What follows belongs to an exercise in optimizing a design on an open flow for small area and a short achievable clock period; a production flow would make more cautious choices. The RTL was checked by simulation tests, not by an equivalence proof against the original design. The clock port is modelled as an ideal driver, which makes a skipped or thinned clock tree look cheaper than it is; a real chip needs a root buffer or a tree. No activity file was given, so power comes from the tool's default toggle rates.

run A:
## rerok_rx
module rerok_rx (
    input  wire        clk,
    input  wire        rst,           
    input  wire        from_board,    
    input  wire        sym_valid,
    input  wire [9:0]  sym,
    output reg         word_valid,
    output wire [5:0]  word_index,
    output wire [31:0] word_data,
    output reg         frame_done,
    output reg  [2:0]  frame_reason,
    output wire [7:0]  frame_type,
    output wire [15:0] frame_seq,
    output wire [7:0]  frame_len
);
Settings: LEC_CHECK=0, CAP_MARGIN=20, CORE_AREA=2.3 2.72 113.62 111.52, DIE_AREA=0 0 116.045 116.045, PLACE_DENSITY=0.8, SLEW_MARGIN=20; clock period 10.0 ns.
standard.sh (not shown) runs the stock make flow with config.mk's settings and CLKGATE_MAP_FILE= SYNTH_SCRIPT=/design/flow/synth_recipe.tcl, a recipe that flattens the netlist after the stock synthesis.
==> flow/flow/run.sh <==
#!/bin/bash
# Standard layout with these changes:
# - synthesis: the standard flow's synthesis script, with an area-oriented ABC mapping script
#   (flow/abc_area.script) in place of ORFS's abc_speed.script; everything else
#   (registers, -nofsm -noshare, flattening, renaming) is the standard flow's own;
# - plain buf_2 cells as the port buffers;
# - between placement and routing, flow/post_place.tcl (output isolation, a
#   shallow clock distribution) in place of TritonCTS.
set -euo pipefail
RES=$PWD/orfs/results/sky130hd/rerok_rx/base
# ORFS's scripts folder, with the ABC script replaced, for the synthesis step only
rm -rf scripts
cp -r "$FLOW_HOME/scripts" scripts
cp flow/abc_area.script scripts/abc_speed.script
bash standard.sh SCRIPTS_DIR=$PWD/scripts synth > synth.log 2>&1
export BUFFER_PORTS_ARGS="-buffer_cell sky130_fd_sc_hd__buf_2"
bash standard.sh place > place.log 2>&1
RES=$RES RT_MARGIN=7.28 ISO_MIN=2 NROOT=4 NLEAF=4 LEAF=inv_16 ROOT=inv_8 \
  openroad -no_init -exit flow/post_place.tcl > post_place.log 2>&1
bash standard.sh finish > finish.log 2>&1
==> flow/flow/post_place.tcl <==
# Runs between placement and routing, in place of TritonCTS.
#
# 1. Output isolation: where the register behind an output port's buffer also
#    drives ISO_MIN or more other pins, those pins get a buf_1 of their own, so
#    that the register drives little more than the port buffer.
# 3. Setup repair (resizing and buffering) aimed at a period of 10 ns less
#    RT_MARGIN, where RT_MARGIN is above 0.
set plat $::env(FLOW_HOME)/platforms/sky130hd
set res $::env(RES)
read_lef $plat/lef/sky130_fd_sc_hd.tlef
read_lef $plat/lef/sky130_fd_sc_hd_merged.lef
read_liberty $plat/lib/sky130_fd_sc_hd__tt_025C_1v80.lib
read_db $res/3_place.odb
read_sdc $res/3_place.sdc
source $plat/setRC.tcl

set block [ord::get_db_block]

# --- output isolation
set iso_min $::env(ISO_MIN)
set n 0
foreach bt [$block getBTerms] {
  if {[$bt getIoType] ne "OUTPUT"} { continue }
  set buf ""
  foreach it [[$bt getNet] getITerms] {
    if {[$it isOutputSignal]} { set buf [$it getInst] }
  }
  if {$buf eq ""} { continue }
  set inet [[$buf findITerm A] getNet]
  set others {}
  foreach it [$inet getITerms] {
    if {[$it isInputSignal] && [$it getInst] ne $buf} {
      lappend others [sta::find_pin "[[$it getInst] getName]/[[$it getMTerm] getName]"]
    }
  }
  if {[llength $others] >= $iso_min} {
    insert_buffer -buffer_cell sky130_fd_sc_hd__buf_1 -net [sta::find_net [$inet getName]] -load_pins $others
    incr n
  }
}
puts "output isolation buffers: $n"

# --- clock distribution
set clknet [$block findNet clk]
$clknet setSigType CLOCK
set nroot $::env(NROOT)
set nleaf $::env(NLEAF)
set leafm [[ord::get_db] findMaster sky130_fd_sc_hd__$::env(LEAF)]
set rootm [[ord::get_db] findMaster sky130_fd_sc_hd__$::env(ROOT)]

proc bisect {pts n axis} {
  if {$n <= 1} { return [list $pts] }
  set pts [lsort -integer -index $axis $pts]
  set h [expr {[llength $pts] / 2}]
  return [concat [bisect [lrange $pts 0 [expr {$h - 1}]] [expr {$n / 2}] [expr {1 - $axis}]] \
                 [bisect [lrange $pts $h end] [expr {$n / 2}] [expr {1 - $axis}]]]
}

proc outterm {inst} {
  set t [$inst findITerm X]
  if {$t eq "NULL"} { set t [$inst findITerm Y] }
  return $t
}

proc drive {name master grp innet} {
  set block [ord::get_db_block]
  set inst [odb::dbInst_create $block $master $name]
  set net [odb::dbNet_create $block ${name}_net]
  $net setSigType CLOCK
  set sx 0
  set sy 0
  foreach e $grp {
    lassign $e x y term
    $term disconnect
    $term connect $net
    incr sx $x
    incr sy $y
  }
  [$inst findITerm A] connect $innet
  [outterm $inst] connect $net
  set cx [expr {$sx / [llength $grp]}]
  set cy [expr {$sy / [llength $grp]}]
  $inst setLocation $cx $cy
  $inst setPlacementStatus PLACED
  return [list $cx $cy [$inst findITerm A]]
}

set pts {}
foreach it [$clknet getITerms] {
  set bb [[$it getInst] getBBox]
  lappend pts [list [expr {([$bb xMin] + [$bb xMax]) / 2}] [expr {([$bb yMin] + [$bb yMax]) / 2}] $it]
}
puts "clock sinks: [llength $pts]"
set leaves {}
set g 0
foreach grp [bisect $pts $nleaf 0] {
  lappend leaves [drive clkleaf_$g $leafm $grp $clknet]
  incr g
}
if {$nroot > 0} {
  set g 0
  foreach grp [bisect $leaves $nroot 0] {
    drive clkroot_$g $rootm $grp $clknet
    incr g
  }
}

detailed_placement
set_propagated_clock [all_clocks]
estimate_parasitics -placement

# 3. Setup repair aimed at a period of 10 ns less RT_MARGIN.
if {$::env(RT_MARGIN) > 0} {
  repair_timing -setup -setup_margin $::env(RT_MARGIN)
  detailed_placement
  estimate_parasitics -placement
}
check_placement -verbose
report_clock_latency
set w 0
foreach pin [all_registers -clock_pins] {
  foreach e {rise fall} { set w [expr {max($w, [get_property $pin slew_max_$e])}] }
}
puts "estimated worst clock pin slew: $w"
report_checks -path_delay max -format end -group_path_count 10
report_checks -path_delay max -fields {fanout cap slew}
write_db $res/4_1_cts.odb
write_sdc -no_timestamp $res/4_cts.sdc
Other scripts of this flow, unchanged in this note and not shown: flow/flow/abc_area.script
The following lists how run B was set up differently from run A:
- CORE_AREA now 2.3 2.72 101.66 100.64, was 2.3 2.72 113.62 111.52
- PLACE_DENSITY now 0.85, was 0.8
- DIE_AREA now 0 0 104.1 104.1, was 0 0 116.045 116.045
-- flow/flow/run.sh --
<<< run A, line 8
#   shallow clock distribution) in place of TritonCTS.
>>> run B, line 8
#   shallow clock distribution and setup repair) in place of TritonCTS.
# Each tool's output goes to a log of its own here (synth.log, place.log,
# post_place.log, finish.log) besides ORFS's own logs under orfs/logs.
<<< run A, line 18
RES=$RES RT_MARGIN=7.28 ISO_MIN=2 NROOT=4 NLEAF=4 LEAF=inv_16 ROOT=inv_8 \
>>> run B, line 20
RES=$RES RT_MARGIN=7.38 ISO_MIN=2 NROOT=4 NLEAF=4 LEAF=inv_16 ROOT=inv_8 \
==> comparison <==
The number of global-route vias before repair in run B was higher than what run A gave. Run B finished every step from synthesis to the final layout, and the layout passed the timing, DRC and antenna checks. Summary of the comparison: height of the die is lower in run B, relative to run A. Reported for run A and run B, area after synthesis turned out identical to the last digit.
Edits applied to the flow inputs when going from run B to run C:
- DIE_AREA now 0 0 116.045 116.045, was 0 0 104.1 104.1
- PLACE_DENSITY now 0.8, was 0.85
- CORE_AREA now 2.3 2.72 113.62 111.52, was 2.3 2.72 101.66 100.64
-- flow/flow/run.sh --
<<< run B, line 20
RES=$RES RT_MARGIN=7.38 ISO_MIN=2 NROOT=4 NLEAF=4 LEAF=inv_16 ROOT=inv_8 \
>>> run C, line 20
RES=$RES RT_MARGIN=7.38 ISO_MIN=3 NROOT=4 NLEAF=4 LEAF=inv_16 ROOT=inv_8 \
Results
Of run C and run B, it is run C that has the higher pin count of the biggest net entering global routing. Between run B and run C, the flow reports detailed route wirelength on metal2 increasing slightly. For wire length on met3, dividing the value from run B by the value from run C gives 1.5. Max core area across run B and run C: run C. When run C is measured against run B, its final cell count turns out about 4% higher. Global-route usage ended up 5.2 points lower on run C than on run B. Row number of standard-cell rows in the floorplan: run C higher / run B lower. From run B to run C the numbers moved as follows: combinational share of power +0.6 points, sequential portion of the cell area -0.49 points. In the tables for run B and run C, power share of the clock group reads lower with run B.
No run of this note takes its clock network from TritonCTS; it comes from the design's own scripts or RTL.

## what the ideal ports hide
No port has a modelled driver above. Below, the same layouts with a new extraction and two added sets of constraints.
Step 1: set_driving_cell puts a clkbuf_16 on clk and a buf_2 on each other input, an assumption about the parent block.
Step 2 times the ports against the registers' clock, not the clock port: input delays grow and output delays shrink by t, the midpoint of the rising clock arrivals with the driver on.
Slacks: ideal / step 1 / step 2; pairs: ideal / step 1.
run	t, ns	setup slack, ns	worst hold slack (ns)	worst setup path at the end	clock arrival spread, ns
run A	0.255	7.234 / 7.133 / 7.234	0.461 / 0.461 / 0.461	register to register	0.012 / 0.013
run B	0.249	7.256 / 7.129 / 7.275	0.467 / 0.467 / 0.467	register to register	0.013 / 0.014
run C	0.252	7.149 / 7.134 / 7.149	0.464 / 0.464 / 0.464	register to register	0.011 / 0.011
After both steps every run listed still meets setup and hold.
